Background: an optimization exercise with open tools, aiming at small area, a short achievable clock period and few clock cycles per item. Do not read the settings as production practice.
Function was checked by simulation only, so behaviour that the tests miss may differ from the original.

==> flow/design.v (outline; a module is shown in full before it is edited, if it fits) <==
// module shot_unit: 4616 lines
module shot_unit (
  input  wire        clk,
  input  wire        rst,
  input  wire        in_valid,
  output wire        in_ready,
  input  wire [7:0]  p00,
  input  wire [7:0]  p10,
  input  wire [7:0]  p01,
  input  wire [7:0]  p11,
  input  wire [5:0]  fx,
  input  wire [5:0]  fy,
  input  wire [15:0] f_pix,
  input  wire [7:0]  nominal,
  input  wire [16:0] s_x,
  input  wire [5:0]  l_x,
  input  wire [4:0]  rank,
  input  wire [3:0]  rho_in,
  input  wire [15:0] gain,
  input  wire [3:0]  state,
  input  wire        blank,
  output wire        out_valid,
  output wire [7:0]  code,
  output wire [3:0]  rho_out,
  output wire        rho_we,
  output wire [31:0] loss,
  output wire        sat,
  output wire        missed,
  output wire        stuck_over
);
  // ...
==> flow/run.sh <==
#!/bin/bash
# synth_recipe.tcl (not shown) runs the flow's synth.tcl, then flattens the netlist and writes it again
# the make line also repeats each setting of config.mk as NAME=value (left out here)
make -C /OpenROAD-flow-scripts/flow DESIGN_CONFIG=/design/flow/config.mk WORK_HOME=/design/flow/orfs CLKGATE_MAP_FILE= SYNTH_SCRIPT=/design/flow/synth_recipe.tcl finish
==> flow/config.mk <==
export PLATFORM = sky130hd
export DESIGN_NAME = shot_unit
export DESIGN_NICKNAME = shot_unit
export VERILOG_FILES = /design/flow/design.v
export SDC_FILE = /design/flow/constraint.sdc
export NUM_CORES = 4
export LEC_CHECK = 0
export ABC_AREA = 1
export CAP_MARGIN = 20
export CORE_MARGIN = 2
export CORE_UTILIZATION = 40
export SLEW_MARGIN = 20
==> flow/constraint.sdc <==
create_clock -name core_clock -period 300.0 [get_ports {clk}]
set_input_delay 60.0000 -clock core_clock [delete_from_list [all_inputs] [get_ports {clk}]]
set_output_delay 60.0000 -clock core_clock [all_outputs]
set_load 0.01 [all_outputs]
==> results.ini, run 1 <==
[placement]
pre_cts_ws_ns=238.97
placed_cell_area_mm2=0.0427

[worst_setup_path]
path_class=register to output port
critPathCaptureType=output port
r2r-start=fx_q[1]
critPathSlowestCell=clkdlybuf4s50_1

[route]
route.met2.wl_mm=47.9
detail_route.wl_per_cell_um=16.3
viasPerCell=4.87
met1_length_mm=40.7

[clock_network]
root_buffer=clkbuf_16

[final_layout]
largest_register_ffs=40
multi_input_area_share_pct=67.6
largest-register=o
fin_cells=5854

[sta]
timing.final.ws_setup_ns=238.38
tns_ns=0

[synthesis]
ys_types=61
synth-xor-area-share_pct=5.79

[hold_path]
hold_start=c1_G[5]

[grt]
grt.met3_usage_pct=2.35
top_usage_layer=met2
grt_usage_pct=19.6

[outcome]
status=finished clean

Testbench counts, summed over its fixed seeds: cycles 24,032, items 24,000.
==> inputs of run 2 (changes only) <==
==> flow/flow/run.sh (new file) <==
#!/bin/bash
# Layout flow: the standard synthesis, then popt.py (picks the polarity of
# each full-adder cell and swaps cells for their complements so that fewer
# inverters are needed; every register is kept as synthesized), then the standard flow's
# standard layout with sky130_fd_sc_hd__buf_1 as the port buffer.
# Each tool's output goes to a log file of its own in the work folder.
set -euo pipefail
cd "$(dirname "$0")/.."
W=$(pwd)
R=$W/orfs/results/${FLOW_PLATFORM:-sky130hd}/shot_unit/base
bash standard.sh synth > synth.log 2>&1
cp "$R/1_2_yosys.v" "$R/1_2_yosys_std.v"
python3 flow/popt.py "$R/1_2_yosys_std.v" "$R/1_2_yosys.v" > popt.log 2>&1
BUFFER_PORTS_ARGS="-buffer_cell sky130_fd_sc_hd__buf_1" bash standard.sh finish > layout.log 2>&1
==> flow/flow/popt.py (new file) <==
#!/usr/bin/env python3
"""Inverter-aware polarity assignment for full-adder cells in a flat sky130hd netlist.

A full adder is self-dual: FA(~a, ~b, ~c) = (~sum, ~cout). Yosys's extract_fa
picks each adder's polarity from whatever the earlier generic mapping left, and
adds inverters where the polarities of neighbouring adders disagree. This pass
chooses, for every fa cell, whether to implement it as is or with all of its
pins inverted, so that as few inverters as possible are needed, and rebuilds the
inverters accordingly. Every other cell (flip-flops included) is kept as it is.

usage: popt.py IN.v OUT.v
"""
import re
import sys
import random

OUT_PINS = {"X", "Y", "Q", "Q_N", "SUM", "COUT", "HI", "LO"}
INV_RE = re.compile(r"^sky130_fd_sc_hd__(clk)?inv_\d+$")
FA_RE = re.compile(r"^sky130_fd_sc_hd__fa_\d+$")


import os
LIB = os.environ.get("FLOW_HOME", "/OpenROAD-flow-scripts/flow") + "/platforms/sky130hd/lib/sky130_fd_sc_hd__tt_025C_1v80.lib"
SKIP = re.compile(r"lpflow|probe|clk|dly|conb|dfx|dfr|dfs|dfb|dl|edf|sdf|sed|einv|ebuf|tap|fill|decap|diode|macro|fa_|ha_|fah|maj3")


def liberty(path):
    """cell -> (area, [input pins], output pin, truth table int) for single-output
    combinational cells."""
    txt = open(path).read()
    cells = {}
    for m in re.finditer(r"\n\s*cell\s*\(\s*\"?(sky130_fd_sc_hd__\w+)\"?\s*\)\s*\{", txt):
        name = m.group(1)
        start = m.end()
        depth = 1
        i = start
        while depth:
            c = txt[i]
            if c == "{":
                depth += 1
            elif c == "}":
                depth -= 1
            i += 1
        body = txt[start:i]
        am = re.search(r"\barea\s*:\s*([\d.]+)", body)
        area = float(am.group(1)) if am else 0.0
        ins, outs = [], []
        for pm in re.finditer(r"\bpin\s*\(\s*\"?(\w+)\"?\s*\)\s*\{", body):
            pname = pm.group(1)
            # direction and function inside this pin group (first occurrences)
            seg = body[pm.end():pm.end() + 4000]
            dm = re.search(r"direction\s*:\s*\"?(\w+)", seg)
            fm = re.search(r'function\s*:\s*"([^"]*)"', seg[:seg.find("timing") if "timing" in seg else 4000])
            if dm and dm.group(1) == "input":
                ins.append(pname)
            elif dm and dm.group(1) == "output":
                outs.append((pname, fm.group(1) if fm else None))
        cells[name] = (area, ins, outs)
    return cells


def truth(func, ins):
    tt = 0
    terms = [t.strip().strip("()") for t in func.split("|")]
    for v in range(1 << len(ins)):
        env = {p: (v >> k) & 1 for k, p in enumerate(ins)}
        val = 0
        for t in terms:
            ok = 1
            for lit in t.split("&"):
                lit = lit.strip()
                if lit.startswith("!"):
                    if env[lit[1:]]:
                        ok = 0
                elif not env[lit]:
                    ok = 0
            if ok:
                val = 1
                break
        tt |= val << v
    return tt


def complements():
    cells = liberty(LIB)
    info = {}
    for name, (area, ins, outs) in cells.items():
        short = name[len("sky130_fd_sc_hd__"):]
        if len(outs) != 1 or outs[0][1] is None or not ins:
            continue
        if SKIP.search(short) and not short.startswith(("inv", "buf")):
            continue
        if short.startswith(("clkinv", "clkbuf", "lpflow")):
            continue
        f = outs[0][1]
        if "+" in f or "VPWR" in f:
            continue
        ins_s = tuple(sorted(ins))
        try:
            tt = truth(f, list(ins_s))
        except Exception:
            continue
        info[name] = (area, ins_s, outs[0][0], tt)
    comp = {}
    bykey = {}
    for name, (area, ins, op, tt) in info.items():
        bykey.setdefault((ins, tt), []).append(name)
    for name, (area, ins, op, tt) in info.items():
        full = (1 << (1 << len(ins))) - 1
        cands = bykey.get((ins, tt ^ full), [])
        if not cands:
            continue
        drive = name.rsplit("_", 1)[1]
        same = [c for c in cands if c.rsplit("_", 1)[1] == drive]
        pick = same[0] if same else min(cands, key=lambda c: info[c][0])
        comp[name] = (pick, op, info[pick][2], info[pick][0] - area)
    return comp, {n: v[0] for n, v in info.items()}


def parse(path):
    txt = open(path).read()
    m = re.search(r"\bmodule\b", txt)
    body_start = m.start()
    # split header (module line, declarations) from cell instances
    cell_re = re.compile(r"^\s*(sky130_fd_sc_hd__\w+)\s+(\S+)\s*\((.*?)\);\s*$", re.S | re.M)
    cells = []
    first = None
    last = None
    for cm in cell_re.finditer(txt):
        if first is None:
            first = cm.start()
        last = cm.end()
        typ, name, body = cm.group(1), cm.group(2), cm.group(3)
        pins = []
        for pm in re.finditer(r"\.(\w+)\(\s*(.*?)\s*\)\s*(,|$)", body, re.S):
            pins.append((pm.group(1), pm.group(2).strip()))
        cells.append([typ, name, pins])
    header = txt[:first]
    trailer = txt[last:]
    if "assign" in header or "assign" in trailer:
        raise SystemExit("netlist has assign statements; not handled")
    return header, cells, trailer


def main():
    inp, outp = sys.argv[1], sys.argv[2]
    header, cells, trailer = parse(inp)
    comp, area = complements()
    A_INV = area["sky130_fd_sc_hd__inv_1"]

    inv_in = {}        # inverter output net -> input net
    for ci, (typ, name, pins) in enumerate(cells):
        if INV_RE.match(typ):
            d = dict(pins)
            inv_in[d["Y"]] = d["A"]

    def base(n):
        par = 0
        seen = 0
        while n in inv_in:
            n = inv_in[n]
            par ^= 1
            seen += 1
            if seen > 100:
                raise SystemExit("inverter loop")
        return n, par

    out_ports = set()
    for m in re.finditer(r"^\s*output\s+(\[(\d+):(\d+)\]\s*)?([\w\\\[\]$.]+)\s*;", header, re.M):
        nm = m.group(4)
        if m.group(1):
            hi, lo = int(m.group(2)), int(m.group(3))
            for i in range(min(hi, lo), max(hi, lo) + 1):
                out_ports.add("%s[%d]" % (nm, i))
        else:
            out_ports.add(nm)
    for n in out_ports:
        if n in inv_in:
            raise SystemExit("output port driven by an inverter; not handled")

    # loads on non-inverter cell inputs: (cell, pin index, base, required polarity)
    loads = []
    for ci, (typ, name, pins) in enumerate(cells):
        if INV_RE.match(typ):
            continue
        for pi, (p, n) in enumerate(pins):
            if p in OUT_PINS or not n:
                continue
            b, par = base(n)
            loads.append([ci, pi, b, par])

    cnt = {}
    prod = {}
    for (ci, pi, b, par) in loads:
        cnt.setdefault(b, [0, 0])[par] += 1
    for ci, (typ, name, pins) in enumerate(cells):
        if INV_RE.match(typ):
            continue
        for p, n in pins:
            if p in OUT_PINS and n:
                cnt.setdefault(n, [0, 0])
    for b in cnt:
        prod[b] = 0

    # flippable cells: kind 'fa' (inputs and outputs) or 'out' (complement type)
    var = {}
    for ci, (typ, name, pins) in enumerate(cells):
        if FA_RE.match(typ):
            var[ci] = "fa"
        elif typ in comp and not INV_RE.match(typ):
            outs = [n for p, n in pins if p in OUT_PINS and n]
            if len(outs) == 1 and outs[0] not in out_ports:
                var[ci] = "out"
    flip = {ci: 0 for ci in var}
    cin = {ci: [] for ci in var}
    for li, (ci, pi, b, par) in enumerate(loads):
        if var.get(ci) == "fa":
            cin[ci].append(li)
    cout = {ci: [n for p, n in cells[ci][2] if p in OUT_PINS and n] for ci in var}

    def need(b):
        return 1 if cnt[b][1 - prod[b]] > 0 else 0

    def cell_area(ci):
        if var[ci] == "out" and flip[ci]:
            return comp[cells[ci][0]][3]
        return 0.0

    def do_flip(ci):
        flip[ci] ^= 1
        for li in cin[ci]:
            b = loads[li][2]
            r = loads[li][3]
            cnt[b][r] -= 1
            cnt[b][1 - r] += 1
            loads[li][3] = 1 - r
        for b in cout[ci]:
            prod[b] ^= 1

    def local_cost(ci):
        affected = set(loads[li][2] for li in cin[ci]) | set(cout[ci])
        return sum(need(b) for b in affected) * A_INV + cell_area(ci)

    def total():
        return sum(need(b) for b in cnt) * A_INV + sum(cell_area(ci) for ci in var)

    c0 = total()
    # initial assignment: make FA-to-FA connections agree, by a parity union-find
    drv_fa = {}
    for ci in var:
        if var[ci] == "fa":
            for b in cout[ci]:
                drv_fa[b] = ci
    parent = {ci: ci for ci in var if var[ci] == "fa"}
    par = {ci: 0 for ci in parent}

    def find(x):
        p = 0
        while parent[x] != x:
            p ^= par[x]
            x = parent[x]
        return x, p

    for (ci, pi, b, r) in loads:
        if var.get(ci) != "fa" or b not in drv_fa:
            continue
        u = drv_fa[b]
        # want flip[u] ^ flip[ci] == r  (then the load sees the produced polarity)
        ru, pu = find(u)
        rc, pc = find(ci)
        if ru != rc:
            parent[rc] = ru
            par[rc] = pu ^ pc ^ r
    for ci in parent:
        root, p = find(ci)
        if p != flip[ci]:
            do_flip(ci)
    c_uf = total()
    rng = random.Random(1)
    order = list(var)
    for it in range(60):
        rng.shuffle(order)
        improved = 0
        for ci in order:
            before = local_cost(ci)
            do_flip(ci)
            after = local_cost(ci)
            if after < before - 1e-9:
                improved += 1
            elif after > before + 1e-9 or rng.random() < 0.7:
                do_flip(ci)
        if improved == 0 and it > 8:
            break
    c1 = total()

    # rebuild
    newnets = []
    pol_net = {}
    k = [0]

    def netname(b, pol):
        key = (b, pol)
        if key not in pol_net:
            if pol == 0:
                pol_net[key] = b
            else:
                nm = "popt_w%d" % k[0]
                k[0] += 1
                newnets.append(nm)
                pol_net[key] = nm
        return pol_net[key]

    out_cells = {}
    order_out = []
    nflip = {"fa": 0, "out": 0}
    for ci, (typ, name, pins) in enumerate(cells):
        if INV_RE.match(typ):
            continue
        t = typ
        newpins = []
        if var.get(ci) == "out" and flip[ci]:
            t, op_old, op_new, _ = comp[typ]
            nflip["out"] += 1
        elif var.get(ci) == "fa" and flip[ci]:
            nflip["fa"] += 1
        for p, n in pins:
            if not n:
                newpins.append([p, n])
            elif p in OUT_PINS:
                pn = p
                if var.get(ci) == "out" and flip[ci]:
                    pn = comp[typ][2]
                newpins.append([pn, netname(n, prod.get(n, 0))])
            else:
                newpins.append([p, None])
        out_cells[ci] = [t, name, newpins]
        order_out.append(ci)
    for (ci, pi, b, r) in loads:
        out_cells[ci][2][pi][1] = netname(b, r)
    invs = []
    bases = set(cnt)
    for b in sorted(bases):
        p = prod.get(b, 0)
        if cnt[b][1 - p] > 0:
            invs.append((netname(b, p), netname(b, 1 - p)))

    def q(n):
        return (n + " ") if n.startswith("\\") else n
    hdr = header
    decl = "".join("  wire %s;\n" % n for n in newnets)
    pos = hdr.rfind(";")
    pos = hdr.find("\n", pos) + 1
    hdr = hdr[:pos] + decl + hdr[pos:]
    lines = [hdr]
    for ci in order_out:
        t, name, pins = out_cells[ci]
        body = ",\n".join("    .%s(%s)" % (p, q(n) if n else "") for p, n in pins)
        lines.append("  %s %s (\n%s\n  );\n" % (t, name, body))
    for i, (a, y) in enumerate(invs):
        lines.append("  sky130_fd_sc_hd__inv_1 popt_inv%d (\n    .A(%s),\n    .Y(%s)\n  );\n" % (i, q(a), q(y)))
    lines.append(trailer)
    open(outp, "w").write("".join(lines))
    n_inv_before = sum(1 for c in cells if INV_RE.match(c[0]))
    print("popt: after union-find %.1f" % c_uf)
    print("popt: %d fa, %d complementable; flipped %d fa, %d cells; inverters %d -> %d; cost %.1f -> %.1f um2"
          % (sum(1 for v in var.values() if v == "fa"), sum(1 for v in var.values() if v == "out"),
             nflip["fa"], nflip["out"], n_inv_before, len(invs), c0, c1))


if __name__ == "__main__":
    main()
==> flow/standard.sh (new file) <==
#!/bin/bash
# synth_recipe.tcl (not shown) runs the flow's synth.tcl, then flattens the netlist and writes it again
# the make line also repeats each setting of config.mk as NAME=value (left out here)
make -C /OpenROAD-flow-scripts/flow DESIGN_CONFIG=/design/flow/config.mk WORK_HOME=/design/flow/orfs CLKGATE_MAP_FILE= SYNTH_SCRIPT=/design/flow/synth_recipe.tcl "${@:-finish}"
--- a/flow/config.mk
+++ b/flow/config.mk
@@ -8,5 +8,6 @@
 export ABC_AREA = 1
 export CAP_MARGIN = 20
 export CORE_MARGIN = 2
-export CORE_UTILIZATION = 40
+export CORE_UTILIZATION = 60
+export CTS_BUF_LIST = sky130_fd_sc_hd__clkbuf_8
 export SLEW_MARGIN = 20
removed: flow/run.sh
==> results.ini, run 2 <==
[outcome]
status=finished clean

[worst_setup_path]
r2r-start=c2_G[1]
path_class=register to output port
critPathSlowestCell=dfxtp_1
crit_buf_inv=1
crit_path_cell_trace=buf_1
cp.arrival_ns=1.27
crit_path_start=o[35]
slowest_delay_ns=0.43
startpoint_type=register
cp_data_required_time_ns=240.00
crit_family=flip-flops
critPathCaptureType=output port
crit_fanout=9

[final_layout]
nets=5165
fin_cells=4870  ; -17%
layout_commonest_cell=fa_1
largest_register_ffs=40  ; unchanged
top_regs=o (40), c2_w (24), s_q (17)
area_delta_synth_final_pct=6.12
final_cell_mix=fa_1 (829), nand2_1 (678), inv_1 (517), dfxtp_1 (262), o22ai_1 (233)
fillers=5332
drive_gt1_share_pct=5.69
largest-register=o
final_core_util_pct=64.2

[hold_path]
hold_start=c1_f[2]
min_path_type=register to register

[sta]
slew_viol_final=0
final.min_clock_period_ns=61.27
hold_viol_final=0
timing.final.crit_share_pct=20.4
fmax_mhz=16.3
finClkSkew_ns=0.0434
rsz0062_at_grt=false
setup_viol=0
tightest_slew_ns=1.12
tns_ns=0  ; unchanged
maxSlewHeadroom_pct=25.6

[floorplanning]
chipWidth_um=256
dieArea_mm2=0.0655
placementRows=92
ioPinCount=174
die_height_um=256
coreArea_mm2=0.0630
start_util_pct=60.5

[route]
drtPass1Iterations=7
drc_errors=0
viasPerCell=5.64  ; +16%
drt_iter0_drc=1773
detail_route.wl_per_cell_um=19.3  ; +19%
ant_nets=0
wl_mm=94.2
vias=27460

[clock_network]
cts_setup_buffers=0
path_clk_slew_ns=0.06
cts_resized=0
hold_buffers=0
htree_num_levels=2
cts_tree=done
cts_buffers=46
root_buffer=clkbuf_8
cts.sinks=263
clk_latency_ns=0.65
cts_buffer_depth=3

[placement]
numPlacedInstances=4788
gp_congestion=0.933
dp_hpwl_mm=75.2
portBuffers=172

[grt]
antenna_found_initial=1
grt_max_degree=33
grt_usage_pct=30.1  ; +10 points
gr-total-overflow=0
grt_pass1_wl_mm=157
grt_pass1_vias=30022

[synthesis]
syn_area_mm2=0.0381
synth_nets=5085
yosys_warnings=1
syn_inst=3910
syn_avg_cell_area_um2=9.74

[run]
cap_viol_max_count=0

## run 2: through the flow
stage | hold slack [ns] | setup WS, ns | instance area [um2]
after floorplan | 0.310 | 239.36 | 38100
after detailed placement | 0.312 | 239.38 | 39400
after global placement | 0.312 | 239.42 | 39400
after CTS | 0.325 | 238.68 | 40400
after global routing | 0.335 | 238.63 | 40400
final | 0.316 | 238.73 | 40400
## run 2: metal layers
layer  wire, um  global-route usage, %
met1      37300                   38.9
met3       6150                   4.81
met4       3350                   10.7
met5          0                      0
met2      47400                   51.4
## run 2: final cells by class
type / instances / area, um2 / area share [%]
Sequential cell: 263 / 5270 / 13.0
Clock inverter: 28 / 275 / 0.681
Timing Repair Buffer: 231 / 1090 / 2.69
Multi-Input combinational cell: 2932 / 30100 / 74.4
Tap cell: 846 / 1060 / 2.62
Antenna cell: 2 / 5.00 / 0.0124
Inverter: 516 / 1940 / 4.80
Clock buffer: 52 / 716 / 1.77
## run 2: worst paths after layout
path | depth (start not counted) | end | slack [ns]
hold / removal | 0 | c2_f[2] | 0.32
setup reg to reg | 166 | o[11] | 245.11
hold reg to reg | 0 | c2_f[2] | 0.32
setup / recovery | 1 | loss[27] | 238.73
==> inputs of run 3 (changes only) <==
--- a/flow/config.mk
+++ b/flow/config.mk
@@ -8,6 +8,5 @@
 export ABC_AREA = 1
 export CAP_MARGIN = 20
 export CORE_MARGIN = 2
-export CORE_UTILIZATION = 60
-export CTS_BUF_LIST = sky130_fd_sc_hd__clkbuf_8
+export CORE_UTILIZATION = 40
 export SLEW_MARGIN = 20
==> results.ini, run 3 <==
[route]
highest_layer=met4
drtPass1Iterations=7  ; unchanged
wl_met3_mm=4.92  ; -20%
met1_length_mm=39.3  ; +5.2%
route.met2.wl_mm=47.0  ; -0.86%
drt_iter0_drc=1506  ; -15%
vias=26686  ; -2.8%
drc_errors=0  ; unchanged
ant_nets=0  ; unchanged
wl_mm=94.2  ; about the same
detail_route.wl_per_cell_um=17.9  ; -7.6%
viasPerCell=5.07  ; -10%

[sta]
final.min_clock_period_ns=61.24  ; -0.0360 ns
hold_viol_final=0  ; unchanged
rsz0062_at_grt=false
setup_viol=0  ; unchanged
tns_ns=0  ; unchanged
finClkSkew_ns=0.0220  ; -0.0214 ns
tightest_slew_ns=1.07  ; -0.0408 ns
fmax_mhz=16.3  ; about the same
maxSlewHeadroom_pct=28.3  ; +2.7 points
slew_viol_final=0  ; unchanged
timing.final.crit_share_pct=20.4  ; about the same

[worst_setup_path]
cp_data_required_time_ns=240.00  ; about the same
crit_family=flip-flops
startpoint_type=register
cp.arrival_ns=1.24  ; -0.03 ns
path_class=register to output port
slowest_delay_ns=0.45  ; +0.02 ns
crit_fanout=9  ; unchanged
critPathSlowestCell=dfxtp_1
crit_path_cell_trace=buf_1
crit_buf_inv=1  ; unchanged
critPathCaptureType=output port

[final_layout]
antenna_cells=0  ; -2
area_delta_synth_final_pct=7.61
layout_commonest_cell=fa_1
largest-register=o
nets=5157  ; -0.15%
top_regs=o (40), c2_w (24), s_q (17)
largest_register_ffs=40  ; unchanged
drive_gt1_share_pct=5.25  ; -0.45 points
final_cell_mix=fa_1 (829), nand2_1 (678), inv_1 (511), dfxtp_1 (262), o22ai_1 (233)

[floorplanning]
chipWidth_um=313  ; +22%
start_util_pct=40.2  ; -20 points
dieArea_mm2=0.0977  ; +49%
ioPinCount=174  ; unchanged
die_height_um=313  ; +22%
coreArea_mm2=0.0947  ; +50%
placementRows=113  ; +23%

[clock_network]
root_buffer=clkbuf_16
hold_buffers=0  ; unchanged
htree_num_levels=1  ; -1
cts_resized=0  ; unchanged
cts_tree=done
cts_buffers=30  ; -35%
cts.sinks=263  ; unchanged
cts_buffer_depth=3  ; unchanged
clk_latency_ns=0.63  ; -0.02 ns
cts_setup_buffers=0  ; unchanged
path_clk_slew_ns=0.06  ; about the same

[synthesis]
yosys_warnings=1  ; unchanged
syn_inst=3910  ; unchanged
syn_area_mm2=0.0381  ; unchanged
synth_nets=5085  ; unchanged
syn_avg_cell_area_um2=9.74  ; unchanged

[run]
cap_viol_max_count=0  ; unchanged

[grt]
grt_usage_pct=20.0  ; -10 points
grt_pass1_wl_mm=157  ; -0.26%
grt_max_degree=33  ; unchanged
antenna_found_initial=1  ; unchanged
grt_pass1_vias=28712  ; -4.4%
gr-total-overflow=0  ; unchanged

[placement]
dp_hpwl_mm=74.7  ; -0.70%
portBuffers=172  ; unchanged
gp_congestion=0.852  ; -8.8%

[hold_path]
min_path_type=register to register

[outcome]
status=finished clean

==> run 3: cell type report <==
class / instances / area [um2]
Clock buffer: 37 / 787
Inverter: 516 / 1940
Multi-Input combinational cell: 2932 / 30100
Tap cell: 1265 / 1580
Clock inverter: 16 / 190
Timing Repair Buffer: 239 / 1150
Sequential cell: 263 / 5270
Fill cell: 9337 / 53700
==> run 3: path summary, 6_finish.rpt <==
path / start / to / slack (ns) / depth (start not counted)
worst max-delay path: o[35] / loss[30] / 238.76 / 1
worst min register to register: c1_G[10] / c2_G[10] / 0.32 / 0
worst max register to register: n_q[1] / c1_R[0] / 246.23 / 171
worst min-delay path: c1_G[10] / c2_G[10] / 0.32 / 0
==> run 3: layer usage <==
layer / global-route usage, % / vias to the layer above
met5: 0 / -
met4: 5.95 / 0
met3: 2.75 / 172
met2: 34.8 / 776
met1: 26.0 / 13303
li1: - / 12435
==> run 3: metrics by stage <==
step / utilization, % / area (um2) / worst slack [ns] / cells / hold WS, ns
floorplan: - / 38100 / 239.36 / 3910 / 0.310
global placement: 42.2 / 40000 / 239.38 / 5215 / 0.310
detailed placement: 42.2 / 40000 / 239.38 / 5215 / 0.313
CTS: 43.3 / 41000 / 238.70 / 5268 / 0.326
global route: 43.3 / 41000 / 238.65 / 5268 / 0.327
finish: 43.3 / 41000 / 238.76 / 5268 / 0.324
==> inputs of run 4 (changes only) <==
==> flow/flow/run.sh (replaced) <==
#!/bin/bash
# Layout flow: the standard synthesis, then popt2.py (picks the polarity of
# each full adder, xor, mux and half adder, and swaps cells for complements, so that fewer
# inverters are needed; every register is kept as synthesized), then the standard flow's
# standard layout with sky130_fd_sc_hd__buf_1 as the port buffer.
# Each tool's output goes to a log file of its own in the work folder.
set -euo pipefail
cd "$(dirname "$0")/.."
W=$(pwd)
R=$W/orfs/results/${FLOW_PLATFORM:-sky130hd}/shot_unit/base
bash standard.sh synth > synth.log 2>&1
cp "$R/1_2_yosys.v" "$R/1_2_yosys_std.v"
python3 flow/popt2.py "$R/1_2_yosys_std.v" "$R/1_2_yosys.v" > popt.log 2>&1
BUFFER_PORTS_ARGS="-buffer_cell sky130_fd_sc_hd__buf_1" bash standard.sh finish > layout.log 2>&1
==> flow/flow/popt2.py (new file) <==
#!/usr/bin/env python3
"""Polarity assignment for a flat sky130hd netlist, to need fewer inverters.

Every signal can be made available in either polarity; an inverter is needed
for a signal only when some input pin wants the polarity its driver does not
make. This pass chooses, cell by cell, among equivalent ways to implement the
cell that differ in the polarities they read and make:
  - fa, maj3: self-dual, so all inputs and outputs may be inverted together;
  - xor2/xnor2/xor3/xnor3: take either polarity of any input, make either
    polarity (swapping xor and xnor);
  - ha: kept, or split into an xor/xnor for the sum and a 2-input gate
    (and2, nand2, nor2, or2, nor2b, nand2b) for the carry;
  - mux2/mux2i: both data inputs and the output may be inverted together;
  - any single-output cell with a complement of the same pins
    (and2/nand2, a21oi/a21o, ...): either type.
Flip-flops and every other cell are kept as they are. Inverters are then
rebuilt: at most one per signal.

usage: popt2.py IN.v OUT.v
"""
import os
import random
import re
import sys

OUT_PINS = {"X", "Y", "Q", "Q_N", "SUM", "COUT", "HI", "LO"}
P = "sky130_fd_sc_hd__"
INV_RE = re.compile(r"^sky130_fd_sc_hd__(clk)?inv_\d+$")
LIB = os.environ.get("FLOW_HOME", "/OpenROAD-flow-scripts/flow") + \
    "/platforms/sky130hd/lib/sky130_fd_sc_hd__tt_025C_1v80.lib"
SKIP = re.compile(r"lpflow|probe|clk|dly|conb|dfx|dfr|dfs|dfb|dl|edf|sdf|sed|einv|ebuf|tap|"
                  r"fill|decap|diode|macro|fa_|ha_|fah|maj3|mux2|xor|xnor")


def liberty(path):
    txt = open(path).read()
    cells = {}
    for m in re.finditer(r"\n\s*cell\s*\(\s*\"?(sky130_fd_sc_hd__\w+)\"?\s*\)\s*\{", txt):
        name = m.group(1)
        start = m.end()
        depth = 1
        i = start
        while depth:
            c = txt[i]
            if c == "{":
                depth += 1
            elif c == "}":
                depth -= 1
            i += 1
        body = txt[start:i]
        am = re.search(r"\barea\s*:\s*([\d.]+)", body)
        area = float(am.group(1)) if am else 0.0
        ins, outs = [], []
        for pm in re.finditer(r"\bpin\s*\(\s*\"?(\w+)\"?\s*\)\s*\{", body):
            pname = pm.group(1)
            seg = body[pm.end():pm.end() + 4000]
            dm = re.search(r"direction\s*:\s*\"?(\w+)", seg)
            cut = seg.find("timing")
            fm = re.search(r'function\s*:\s*"([^"]*)"', seg[:cut if cut >= 0 else 4000])
            if dm and dm.group(1) == "input":
                ins.append(pname)
            elif dm and dm.group(1) == "output":
                outs.append((pname, fm.group(1) if fm else None))
        cells[name] = (area, ins, outs)
    return cells


def truth(func, ins):
    tt = 0
    terms = [t.strip().strip("()") for t in func.split("|")]
    for v in range(1 << len(ins)):
        env = {p: (v >> k) & 1 for k, p in enumerate(ins)}
        val = 0
        for t in terms:
            ok = 1
            for lit in t.split("&"):
                lit = lit.strip()
                if lit.startswith("!"):
                    if env[lit[1:]]:
                        ok = 0
                elif not env[lit]:
                    ok = 0
            if ok:
                val = 1
                break
        tt |= val << v
    return tt


def complements(cells):
    info = {}
    for name, (area, ins, outs) in cells.items():
        short = name[len(P):]
        if len(outs) != 1 or outs[0][1] is None or not ins:
            continue
        if SKIP.search(short) or short.startswith(("inv", "buf")):
            continue
        f = outs[0][1]
        if "+" in f or "VPWR" in f:
            continue
        ins_s = tuple(sorted(ins))
        try:
            tt = truth(f, list(ins_s))
        except Exception:
            continue
        info[name] = (area, ins_s, outs[0][0], tt)
    bykey = {}
    for name, (area, ins, op, tt) in info.items():
        bykey.setdefault((ins, tt), []).append(name)
    comp = {}
    for name, (area, ins, op, tt) in info.items():
        full = (1 << (1 << len(ins))) - 1
        cands = bykey.get((ins, tt ^ full), [])
        if not cands:
            continue
        drive = name.rsplit("_", 1)[1]
        same = [c for c in cands if c.rsplit("_", 1)[1] == drive]
        pick = same[0] if same else min(cands, key=lambda c: info[c][0])
        comp[name] = (pick, info[pick][2], info[pick][0])
    return comp


def parse(path):
    txt = open(path).read()
    cell_re = re.compile(r"^\s*(sky130_fd_sc_hd__\w+)\s+(\S+)\s*\((.*?)\);\s*$", re.S | re.M)
    cells = []
    first = last = None
    for cm in cell_re.finditer(txt):
        if first is None:
            first = cm.start()
        last = cm.end()
        typ, name, body = cm.group(1), cm.group(2), cm.group(3)
        pins = []
        for pm in re.finditer(r"\.(\w+)\(\s*(.*?)\s*\)\s*(,|$)", body, re.S):
            pins.append((pm.group(1), pm.group(2).strip()))
        cells.append([typ, name, pins])
    header = txt[:first]
    trailer = txt[last:]
    if "assign" in header or "assign" in trailer:
        raise SystemExit("netlist has assign statements; not handled")
    return header, cells, trailer


CARRY = {  # (pa, pb, pc) -> (type, pin for a, pin for b, out pin)
    (0, 0, 0): ("and2_1", "A", "B", "X"),
    (0, 0, 1): ("nand2_1", "A", "B", "Y"),
    (1, 1, 0): ("nor2_1", "A", "B", "Y"),
    (1, 1, 1): ("or2_1", "A", "B", "X"),
    (1, 0, 0): ("nor2b_1", "A", "B_N", "Y"),
    (1, 0, 1): ("nand2b_1", "A_N", "B", "Y"),
    (0, 1, 0): ("nor2b_1", "B_N", "A", "Y"),
    (0, 1, 1): ("nand2b_1", "B", "A_N", "Y"),
}


def main():
    inp, outp = sys.argv[1], sys.argv[2]
    header, cells, trailer = parse(inp)
    lib = liberty(LIB)
    area = {n: v[0] for n, v in lib.items()}
    comp = complements(lib)
    A_INV = area[P + "inv_1"]

    inv_in = {}
    for ci, (typ, name, pins) in enumerate(cells):
        if INV_RE.match(typ):
            d = dict(pins)
            inv_in[d["Y"]] = d["A"]

    def base(n):
        par = 0
        for _ in range(1000):
            if n not in inv_in:
                return n, par
            n = inv_in[n]
            par ^= 1
        raise SystemExit("inverter loop")

    out_ports = set()
    for m in re.finditer(r"^\s*output\s+(\[(\d+):(\d+)\]\s*)?([\w\\\[\]$.]+)\s*;", header, re.M):
        nm = m.group(4)
        if m.group(1):
            hi, lo = int(m.group(2)), int(m.group(3))
            for i in range(min(hi, lo), max(hi, lo) + 1):
                out_ports.add("%s[%d]" % (nm, i))
        else:
            out_ports.add(nm)
    for n in out_ports:
        if n in inv_in:
            raise SystemExit("output port driven by an inverter; not handled")

    # loads and outputs per cell
    loads = []          # [ci, pin index, base, orig parity]
    cin = {}
    cout = {}
    for ci, (typ, name, pins) in enumerate(cells):
        if INV_RE.match(typ):
            continue
        cin[ci] = []
        cout[ci] = []
        for pi, (p, n) in enumerate(pins):
            if not n:
                continue
            if p in OUT_PINS:
                cout[ci].append((pi, n))
            else:
                b, par = base(n)
                cin[ci].append(len(loads))
                loads.append([ci, pi, b, par])

    # options per cell: list of (area, reqmode per input load (0/1/'F'), prod per output, tag)
    opts = {}
    for ci, (typ, name, pins) in enumerate(cells):
        if ci not in cin:
            continue
        short = typ[len(P):]
        nin = len(cin[ci])
        nout = len(cout[ci])
        a0 = area.get(typ, 0.0)
        touches_port = any(n in out_ports for _, n in cout[ci])
        o = [(a0, (0,) * nin, (0,) * nout, ("keep",))]
        if touches_port:
            pass
        elif re.match(r"fa_\d+$", short) or re.match(r"maj3_\d+$", short):
            o.append((a0, (1,) * nin, (1,) * nout, ("keep",)))
        elif re.match(r"x(n)?or[23]_\d+$", short) and nout == 1:
            o = [(a0, ("F",) * nin, (0,), ("xor",)), (a0, ("F",) * nin, (1,), ("xor",))]
        elif re.match(r"ha_\d+$", short):
            pn = [p for p, _ in pins]
            # input order in cin follows pin order; outputs: COUT, SUM in pin order
            outs = [p for pi, n in cout[ci] for p in [pins[pi][0]]]
            for (pa, pb, pc), (ct, _, _, _) in CARRY.items():
                for ps in (0, 1):
                    ar = area[P + "xor2_1"] + area[P + ct]
                    req = []
                    for li in cin[ci]:
                        pin = pins[loads[li][1]][0]
                        req.append(pa if pin == "A" else pb)
                    prod = tuple(pc if p == "COUT" else ps for p in outs)
                    o.append((ar, tuple(req), prod, ("ha", pa, pb, pc, ps)))
        elif re.match(r"mux2i?_\d+$", short):
            reqd = tuple(1 if pins[loads[li][1]][0] in ("A0", "A1") else 0 for li in cin[ci])
            o.append((a0, reqd, (1,), ("keep",)))
            if typ in comp:
                ct, cop, ca = comp[typ]
                o.append((ca, (0,) * nin, (1,), ("comp",)))
                o.append((ca, reqd, (0,), ("comp",)))
        elif typ in comp and nout == 1:
            ct, cop, ca = comp[typ]
            o.append((ca, (0,) * nin, (1,), ("comp",)))
        opts[ci] = o

    cur = {ci: 0 for ci in opts}
    cnt = {}
    prod = {}

    def req_of(li, mode):
        return "F" if mode == "F" else loads[li][3] ^ mode

    for ci in opts:
        for k, li in enumerate(cin[ci]):
            r = req_of(li, opts[ci][0][1][k])
            b = loads[li][2]
            cnt.setdefault(b, [0, 0])
            if r != "F":
                cnt[b][r] += 1
        for pi, n in cout[ci]:
            cnt.setdefault(n, [0, 0])
    for b in cnt:
        prod[b] = 0

    def need(b):
        return 1 if cnt[b][1 - prod[b]] > 0 else 0

    def apply(ci, new):
        old = cur[ci]
        if old == new:
            return
        oo, no = opts[ci][old], opts[ci][new]
        for k, li in enumerate(cin[ci]):
            b = loads[li][2]
            r0 = req_of(li, oo[1][k])
            r1 = req_of(li, no[1][k])
            if r0 != "F":
                cnt[b][r0] -= 1
            if r1 != "F":
                cnt[b][r1] += 1
        for k, (pi, n) in enumerate(cout[ci]):
            prod[n] = no[2][k]
        cur[ci] = new

    def affected(ci):
        s = set(loads[li][2] for li in cin[ci])
        s.update(n for _, n in cout[ci])
        return s

    aff = {ci: affected(ci) for ci in opts}

    def local(ci):
        return sum(need(b) for b in aff[ci]) * A_INV + opts[ci][cur[ci]][0]

    def total():
        return sum(need(b) for b in cnt) * A_INV + sum(opts[ci][cur[ci]][0] for ci in opts)

    c0 = total()
    rng = random.Random(1)
    multi = [ci for ci in opts if len(opts[ci]) > 1]
    best_total = c0
    best = dict(cur)
    # self-dual cells (option 1 = everything inverted): make the connections
    # between them agree first, by a union-find with parities
    sd = [ci for ci in opts if len(opts[ci]) == 2 and opts[ci][1][1] == (1,) * len(cin[ci])
          and opts[ci][1][2] == (1,) * len(cout[ci])]
    sdset = set(sd)
    drv_sd = {}
    for ci in sd:
        for _, n in cout[ci]:
            drv_sd[n] = ci
    parent = {ci: ci for ci in sd}
    par = {ci: 0 for ci in sd}

    def find(x):
        p = 0
        while parent[x] != x:
            p ^= par[x]
            x = parent[x]
        return x, p

    def uf_init():
        for ci in sd:
            parent[ci] = ci
            par[ci] = 0
        order = list(range(len(loads)))
        rng.shuffle(order)
        for li in order:
            ci, pi, b, r = loads[li]
            if ci not in sdset or b not in drv_sd:
                continue
            u = drv_sd[b]
            ru, pu = find(u)
            rc, pc = find(ci)
            if ru != rc:
                parent[rc] = ru
                par[rc] = pu ^ pc ^ r
        for ci in sd:
            root, p = find(ci)
            apply(ci, p)

    for rnd in range(6):
        if rnd % 2 == 0:
            uf_init()
        for it in range(40):
            rng.shuffle(multi)
            improved = 0
            for ci in multi:
                start = cur[ci]
                base_cost = local(ci)
                choice, cost = start, base_cost
                ties = []
                for k in range(len(opts[ci])):
                    if k == start:
                        continue
                    apply(ci, k)
                    c = local(ci)
                    if c < cost - 1e-9:
                        choice, cost = k, c
                        ties = []
                    elif abs(c - cost) < 1e-9:
                        ties.append(k)
                    apply(ci, start)
                if choice != start:
                    apply(ci, choice)
                    improved += 1
                elif ties and rng.random() < 0.5:
                    apply(ci, rng.choice(ties))
            if improved == 0 and it > 6:
                break
        t = total()
        if t < best_total - 1e-9:
            best_total = t
            best = dict(cur)
        # perturb: random moves, then descend again
        for ci in rng.sample(multi, max(1, len(multi) // 20)):
            apply(ci, rng.randrange(len(opts[ci])))
    for ci in opts:
        apply(ci, best[ci])
    c1 = total()

    # ---- rebuild
    newnets = []
    pol_net = {}
    counter = [0]

    def netname(b, pol):
        key = (b, pol)
        if key not in pol_net:
            if pol == 0:
                pol_net[key] = b
            else:
                nm = "popt_w%d" % counter[0]
                counter[0] += 1
                newnets.append(nm)
                pol_net[key] = nm
        return pol_net[key]

    def q(n):
        return (n + " ") if n.startswith("\\") else n

    def sub(name, suffix):
        if name.startswith("\\"):
            return name.rstrip() + suffix
        return name + suffix

    out_cells = []
    for ci, (typ, name, pins) in enumerate(cells):
        if INV_RE.match(typ):
            continue
        if ci not in opts:
            out_cells.append((typ, name, [(p, n) for p, n in pins]))
            continue
        ar, reqm, prods, tag = opts[ci][cur[ci]]
        loadreq = {}
        for k, li in enumerate(cin[ci]):
            loadreq[loads[li][1]] = req_of(li, reqm[k])
        outprod = {pi: prods[k] for k, (pi, n) in enumerate(cout[ci])}
        if tag[0] in ("keep", "comp"):
            t = typ
            if tag[0] == "comp":
                t = comp[typ][0]
            newpins = []
            for pi, (p, n) in enumerate(pins):
                if not n:
                    newpins.append((p, n))
                elif p in OUT_PINS:
                    pn = comp[typ][1] if tag[0] == "comp" else p
                    newpins.append((pn, netname(n, outprod[pi])))
                else:
                    b = [loads[li][2] for li in cin[ci] if loads[li][1] == pi][0]
                    newpins.append((p, netname(b, loadreq[pi])))
            out_cells.append((t, name, newpins))
        elif tag[0] == "xor":
            k = 1 if re.match(r"xnor", typ[len(P):]) else 0
            newpins = []
            for li in cin[ci]:
                b = loads[li][2]
                k ^= prod[b] ^ loads[li][3]
                newpins.append((pins[loads[li][1]][0], netname(b, prod[b])))
            (opi, on), = cout[ci]
            k ^= outprod[opi]
            n3 = len(cin[ci]) == 3
            if n3:
                t = P + ("xnor3_1" if k else "xor3_1")
                op = "X"
            else:
                t = P + ("xnor2_1" if k else "xor2_1")
                op = "Y" if k else "X"
            newpins.append((op, netname(on, outprod[opi])))
            out_cells.append((t, name, newpins))
        elif tag[0] == "ha":
            _, pa, pb, pc, ps = tag
            ins = {}
            for li in cin[ci]:
                ins[pins[loads[li][1]][0]] = li
            la, lb = ins["A"], ins["B"]
            outs = {pins[pi][0]: (pi, n) for pi, n in cout[ci]}
            # sum: xor of whatever polarity is made
            k = 0
            sp = []
            for pin, li in (("A", la), ("B", lb)):
                b = loads[li][2]
                k ^= prod[b] ^ loads[li][3]
                sp.append((pin, netname(b, prod[b])))
            if "SUM" in outs:
                spi, sn = outs["SUM"]
                k ^= outprod[spi]
                t = P + ("xnor2_1" if k else "xor2_1")
                sp.append(("Y" if k else "X", netname(sn, outprod[spi])))
                out_cells.append((t, sub(name, "_s"), sp))
            if "COUT" in outs:
                cpi, cn = outs["COUT"]
                ct, pina, pinb, pout = CARRY[(pa, pb, pc)]
                cp = [(pina, netname(loads[la][2], loadreq[loads[la][1]])),
                      (pinb, netname(loads[lb][2], loadreq[loads[lb][1]])),
                      (pout, netname(cn, outprod[cpi]))]
                out_cells.append((P + ct, sub(name, "_c"), cp))
    invs = []
    for b in sorted(cnt):
        p = prod.get(b, 0)
        if cnt[b][1 - p] > 0:
            invs.append((netname(b, p), netname(b, 1 - p)))
    hdr = header
    decl = "".join("  wire %s;\n" % n for n in newnets)
    pos = hdr.rfind(";")
    pos = hdr.find("\n", pos) + 1
    hdr = hdr[:pos] + decl + hdr[pos:]
    lines = [hdr]
    for t, name, pins in out_cells:
        body = ",\n".join("    .%s(%s)" % (p, q(n) if n else "") for p, n in pins)
        lines.append("  %s %s (\n%s\n  );\n" % (t, name if not name.startswith("\\") else name.rstrip() + " ", body))
    for i, (a, y) in enumerate(invs):
        lines.append("  %sinv_1 popt_inv%d (\n    .A(%s),\n    .Y(%s)\n  );\n" % (P, i, q(a), q(y)))
    lines.append(trailer)
    open(outp, "w").write("".join(lines))
    n_inv_before = sum(1 for c in cells if INV_RE.match(c[0]))
    kinds = {}
    for ci in opts:
        tg = opts[ci][cur[ci]][3][0]
        if cur[ci]:
            kinds[tg] = kinds.get(tg, 0) + 1
    print("popt2: %d cells with choices; changed %s; inverters %d -> %d; cost %.1f -> %.1f um2"
          % (len(multi), kinds, n_inv_before, len(invs), c0, c1))


if __name__ == "__main__":
    main()
--- a/flow/config.mk
+++ b/flow/config.mk
@@ -9,4 +9,7 @@
 export CAP_MARGIN = 20
 export CORE_MARGIN = 2
 export CORE_UTILIZATION = 40
+export CTS_BUF_LIST = sky130_fd_sc_hd__clkbuf_8
+export CTS_CLUSTER_DIAMETER = 60
+export CTS_CLUSTER_SIZE = 20
 export SLEW_MARGIN = 20
removed: flow/flow/popt.py
==> results.ini, run 4 <==
[sta]
fmax_mhz=16.3  ; -0.15%
final.min_clock_period_ns=61.33  ; +0.0900 ns
slew_viol_final=0  ; unchanged
setup_viol=0  ; unchanged
maxSlewHeadroom_pct=26.6  ; -1.7 points
tns_ns=0  ; unchanged
tightest_slew_ns=1.10  ; +0.0251 ns
finClkSkew_ns=0.0299  ; +0.00796 ns
rsz0062_at_grt=false
hold_ws_ns=0.320  ; -0.00414 ns
timing.final.crit_share_pct=20.4  ; +0.030 points
hold_viol_final=0  ; unchanged

[clock_network]
hold_buffers=0  ; unchanged
root_buffer=clkbuf_8
path_clk_slew_ns=0.11  ; +0.05 ns
cts_resized=0  ; unchanged
cts_setup_buffers=0  ; unchanged
htree_num_levels=1  ; unchanged
cts_tree=done
cts_buffer_depth=3  ; unchanged
cts.sinks=263  ; unchanged
clk_latency_ns=0.72  ; +0.09 ns
cts_buffers=28  ; -6.7%

[synthesis]
syn_area_mm2=0.0374  ; -1.8%
synth_nets=4876  ; -4.1%
yosys_warnings=1  ; unchanged
syn_inst=3817  ; -2.4%
syn_avg_cell_area_um2=9.80  ; +0.60%

[worst_setup_path]
crit_family=flip-flops
path_class=register to output port
cp.arrival_ns=1.33  ; +0.09 ns
crit_path_cell_trace=buf_1
crit_buf_inv=1  ; unchanged
startpoint_type=register
critPathCaptureType=output port
cp_data_required_time_ns=240.00  ; about the same
slowest_delay_ns=0.45  ; about the same
critPathSlowestCell=dfxtp_1
crit_fanout=9  ; unchanged

[route]
ant_nets=0  ; unchanged
drtPass1Iterations=7  ; unchanged
detail_route.wl_per_cell_um=17.7  ; -0.71%
viasPerCell=5.09  ; +0.45%
wl_mm=91.6  ; -2.7%
vias=26256  ; -1.6%
drt_iter0_drc=1605  ; +6.6%
drc_errors=0  ; unchanged

[grt]
antenna_found_initial=2  ; +1
gr-total-overflow=0  ; unchanged
grt_pass1_wl_mm=152  ; -3.1%
grt_max_degree=33  ; unchanged
top_usage_layer=met2
grt_pass1_vias=27561  ; -4.0%
grtUsageMet1_pct=26.1  ; +0.15 points
grt_usage_pct=19.9  ; -0.11 points
grt.met3_usage_pct=2.83  ; +0.081 points
grtUsageMet2_pct=34.5  ; -0.26 points

[final_layout]
final_cell_mix=fa_1 (829), nand2_1 (690), inv_1 (316), dfxtp_1 (262), o22ai_1 (230)
top_regs=o (40), c2_w (24), s_q (17)
multi_input_area_mm2=0.0301  ; +0.12%
fillers=9174  ; -1.7%
area_delta_synth_final_pct=6.97
nets=4940  ; -4.2%
layout_commonest_cell=fa_1
drive_gt1_share_pct=5.43  ; +0.19 points
largest-register=o
largest_register_ffs=40  ; unchanged
seq_area_mm2=0.00527  ; unchanged

[floorplanning]
die_height_um=310  ; -0.89%
placementRows=112  ; -0.88%
dieArea_mm2=0.0960  ; -1.8%
start_util_pct=40.2  ; about the same
coreArea_mm2=0.0930  ; -1.8%
chipWidth_um=310  ; -0.89%
ioPinCount=174  ; unchanged

[hold_path]
min_path_type=register to register

[run]
cap_viol_max_count=0  ; unchanged

[placement]
gp_congestion=0.841  ; -1.2%
portBuffers=172  ; unchanged
dp_hpwl_mm=72.8  ; -2.5%

[outcome]
status=finished clean

==> run 4: area by class of cell <==
class | count | area share (%)
well taps | 1254 | 3.92
clock buffers | 28 | 0.963
clock inverters | 22 | 0.797
flip-flops and latches | 263 | 13.2
repair buffers | 242 | 2.93
diodes | 5 | 0.0313
inverters | 316 | 2.96
multi-input cells | 3030 | 75.2
==> run 4: metrics by stage <==
step	setup slack [ns]	std cells	area [um2]	utilization, %
after global placement	239.39	5105	39300	42.2
after CTS	238.56	5155	40000	43.0
after floorplan	239.36	3817	37400	-
after detailed placement	239.39	5105	39300	42.2
final	238.67	5160	40000	43.0
after global routing	238.48	5160	40000	43.0
==> run 4: path summary, 6_finish.rpt <==
check / slack, ns / end / from / depth (start not counted)
setup / recovery: 238.67 / loss[26] / o[35] / 1
hold / removal: 0.32 / c2_f[0] / c1_f[0] / 0
setup reg to reg: 245.44 / c1_R[0] / n_q[2] / 159
hold reg to reg: 0.32 / c2_f[0] / c1_f[0] / 0
==> run 4: layer usage <==
layer | up-vias | part of all wire, % | wire (um)
li1 | 12230 | - | -
met1 | 13170 | 43 | 39000
met2 | 699 | 50 | 45400
met3 | 155 | 5.3 | 4820
met4 | 2 | 2.5 | 2340
met5 | - | 0.0076 | 7

==> what the ideal ports hide <==
In the flow no input, the clock included, has a driving cell. The finished layouts below were timed again as built, in two steps.
Step 1: set_driving_cell puts a clkbuf_16 on clk and a buf_2 on each other input, an assumption about the parent block.
Step 2 adds t to the input delays and takes it off the output delays; t is the mean of the earliest and latest rising clock arrival at the registers after step 1. Input paths then give back, and output paths get back, about the clock's delay inside the block.
Slacks: no drivers / after step 1 / after step 2; pairs: no drivers / after step 1.
run | t, ns | setup WS [ns] | worst setup path after step 2 | clock arrival spread, ns | worst slew at a driven data input, ns
run 1 | 0.681 | 238.375 / 238.306 / 238.987 | register to output | 0.039 / 0.038 | 0.04
run 2 | 0.686 | 238.726 / 238.667 / 239.353 | register to output | 0.046 / 0.045 | 0.04
run 3 | 0.684 | 238.762 / 238.690 / 239.374 | register to output | 0.027 / 0.026 | 0.03
run 4 | 0.770 | 238.672 / 238.604 / 239.373 | register to output | 0.038 / 0.039 | 0.03
After both steps setup and hold are still met in every run listed.
